From an optimization exercise on the open Yosys and OpenROAD flow, aimed at small area, a short achievable clock period and few clock cycles per item; shortcuts taken in it are not production practice. The RTL was checked by simulation tests, not by an equivalence proof against the original design. Power is estimated from default activity; no workload was simulated.

## run A
Design can_fd_tx, start of the top module:
module can_fd_tx (
    input  wire        clk,
    input  wire        rst,
    input  wire        wr_en,
    input  wire [5:0]  wr_addr,
    input  wire [7:0]  wr_data,
    input  wire        start,
    input  wire [28:0] ident,
    input  wire        ide,
    input  wire        rtr,
    input  wire        fdf,
    input  wire        brs,
    input  wire        esi,
    input  wire [3:0]  dlc,
    output reg         busy,
    output wire        tx_valid,
    input  wire        tx_ready,
    output reg         tx_bit,
    output reg  [4:0]  tx_field,
    output reg         tx_stuff,
    output reg         tx_fast,
    output reg         tx_last
);
clock: 5.0 ns
lec_check: 0
abc_clock_period_in_ps: 2200
cap_margin: 5
core_margin: 2
core_utilization: 40
cts_cluster_diameter: 150
cts_cluster_size: 22
place_density: 0.6
setup_slack_margin: 2.8
slew_margin: 5
run.sh (not shown) runs the stock make flow with config.mk's settings and CLKGATE_MAP_FILE= SYNTH_SCRIPT=/design/flow/synth_recipe.tcl, a recipe that flattens the netlist after the stock synthesis.
Testbench counts of run A, summed over its fixed seeds: cycles 52,801, bits 49,405.
The inputs of run B differ from those of run A as listed below.
Settings: SLEW_MARGIN changed from 5 to 20; CAP_MARGIN changed from 5 to 20.
==> flow/flow/run.sh (new file) <==
#!/bin/bash
# The standard layout (the standard.sh, unchanged synthesis and steps)
# with two changes made through ORFS's own variables:
#  - the port buffers are buf_2 cells instead of the default delay buffers;
#  - clock tree synthesis gets the same clustering as config.mk but no
#    dummy loads.
# standard.sh's full output goes to standard.log in this folder; ORFS keeps
# each step's log under orfs/logs/.
set -e
export BUFFER_PORTS_ARGS="-buffer_cell sky130_fd_sc_hd__buf_2"
export CTS_ARGS="-sink_clustering_enable -repair_clock_nets -sink_clustering_size 22 -sink_clustering_max_diameter 150 -dont_use_dummy_load"
bash standard.sh > standard.log 2>&1
==> flow/standard.sh (new file) <==
#!/bin/bash
# synth_recipe.tcl (not shown) runs the flow's synth.tcl, then flattens the netlist and writes it again
# the make line also repeats each setting of config.mk as NAME=value (left out here)
make -C /OpenROAD-flow-scripts/flow DESIGN_CONFIG=/design/flow/config.mk WORK_HOME=/design/flow/orfs CLKGATE_MAP_FILE= SYNTH_SCRIPT=/design/flow/synth_recipe.tcl "${@:-finish}"
removed: flow/run.sh
Results
Going from run A to run B, the overall power of the completed layout was found to have gone down by about 2.7%.
Run B finished end to end and its layout was clean on timing, DRC and antenna.
Comparing run B and run A, hold slack is lower on run B.
Cell area power density sits lower in run B than in run A.
Re deepest level of the CTS H-tree: no difference whatsoever between run A and run B.
For the first-pass GRT wire length, run B came in 1.9% lower than run A did.
| count of placed standard cells including taps | run B vs run A | ≈ equal |
Weighted congestion at the end of routability-driven global placement shrinks slightly when moving from run A to run B.
Between run B and run A, the global-route track usage on met3 is lower for run B.
Measured against each other, run B and run A differ in worst path buffer plus inverter count, the higher figure coming from run A.
Sequential share of layout area, run B and run A, higher one = run B.
After synthesis and placement, the instance count of run B is below that of run A.
Inputs modified between run B and run C:
==> flow/run.sh (new file) <==
#!/bin/bash
# synth_recipe.tcl (not shown) runs the flow's synth.tcl, then flattens the netlist and writes it again
# the make line also repeats each setting of config.mk as NAME=value (left out here)
make -C /OpenROAD-flow-scripts/flow DESIGN_CONFIG=/design/flow/config.mk WORK_HOME=/design/flow/orfs CLKGATE_MAP_FILE= SYNTH_SCRIPT=/design/flow/synth_recipe.tcl finish
removed: flow/flow/run.sh
removed: flow/standard.sh
==> notes.md <==
STATUS final critical path time including I/O delays and setup: run C wins against run B
Looking only at number of stages on the worst hold path, and setting everything else aside, the higher value of run B and run C goes to run B.
Run C: worst vdd rail ir drop 0.079 mV above run B
Summary of run C over run B: first-pass GRT wire length has increased, routed length per placed instance has remained practically unchanged, cell count has increased.
Looking at starting DRC count in detailed routing, run C sits below run B.
Looking only at final worst-path cycle share, and setting everything else aside, the lower value of run B and run C goes to run C.
End point of the critical path = crc[10]: run C; end point of the critical path = crc[13]: run B

* * *

Setup of the previous run:
Starting RTL as in the previous note.
export LEC_CHECK = 0
export ABC_CLOCK_PERIOD_IN_PS = 2300
export CAP_MARGIN = 20
export CORE_MARGIN = 2
export CORE_UTILIZATION = 40
export CTS_CLUSTER_DIAMETER = 150
export CTS_CLUSTER_SIZE = 22
export PLACE_DENSITY = 0.6
export SETUP_SLACK_MARGIN = 2.65
export SLEW_MARGIN = 20
create_clock -name core_clock -period 5.0 [get_ports {clk}]
Stock flow here: none of the scripts above is used.
Testbench counts of the previous run, summed over its fixed seeds: cycles 52,801, bits 49,405.
Here is what was changed in the inputs of the current run compared with the previous run.
- ABC_CLOCK_PERIOD_IN_PS now 2200, was 2300
- SETUP_SLACK_MARGIN now 2.8, was 2.65
- GPL_TIMING_DRIVEN now 0, previously not set
==> notes.md <==
Between the current run and the previous run, routability-driven placement congestion ratio is lower for the previous run, the current run comes in above that.
Non-clock buffer count ended up 70% higher on the current run than on the previous run.
Note that the final wirelength recorded for the previous run amounts to 0.860 times the value seen in the current run.
Comparing the current run and the previous run, the lower count of nets after finishing was measured on the previous run.
In the metrics for the current run and the previous run, the one carrying the higher number of vias per cell after detailed routing is the current run.

static timing again, ports no longer ideal:
The flow's constraints put no driver on any port. The routed layouts listed below were extracted and timed again, unchanged, in two steps.
Step 1 assumes that a clkbuf_16 drives the clock port and a buf_2 every other input.
Step 2 times the ports against the registers' clock, not the clock port: input delays grow and output delays shrink by t, the midpoint of the rising clock arrivals with the driver on.
Slacks: no drivers / after step 1 / after step 2; pairs: no drivers / after step 1.
run | t, ns | slack for setup (ns) | hold WS [ns] | worst setup path at the end
run A | 0.658 | 2.840 / 2.787 / 2.237 | 0.491 / 0.491 / 0.491 | input to register
run B | 0.635 | 2.805 / 2.805 / 2.252 | 0.478 / 0.448 / 0.478 | input to register
run C | 0.655 | 2.838 / 2.789 / 2.239 | 0.493 / 0.493 / 0.493 | input to register
the previous run | 0.657 | 2.612 / 2.648 / 1.990 | 0.465 / 0.465 / 0.465 | input to register
the current run | 0.646 | 2.682 / 2.682 / 2.107 | 0.479 / 0.479 / 0.479 | input to register
After both steps setup and hold are still met in every run listed. The setup slack of the previous run, which loses most, moves by +0.036 ns with the drivers and by -0.622 ns with both steps.
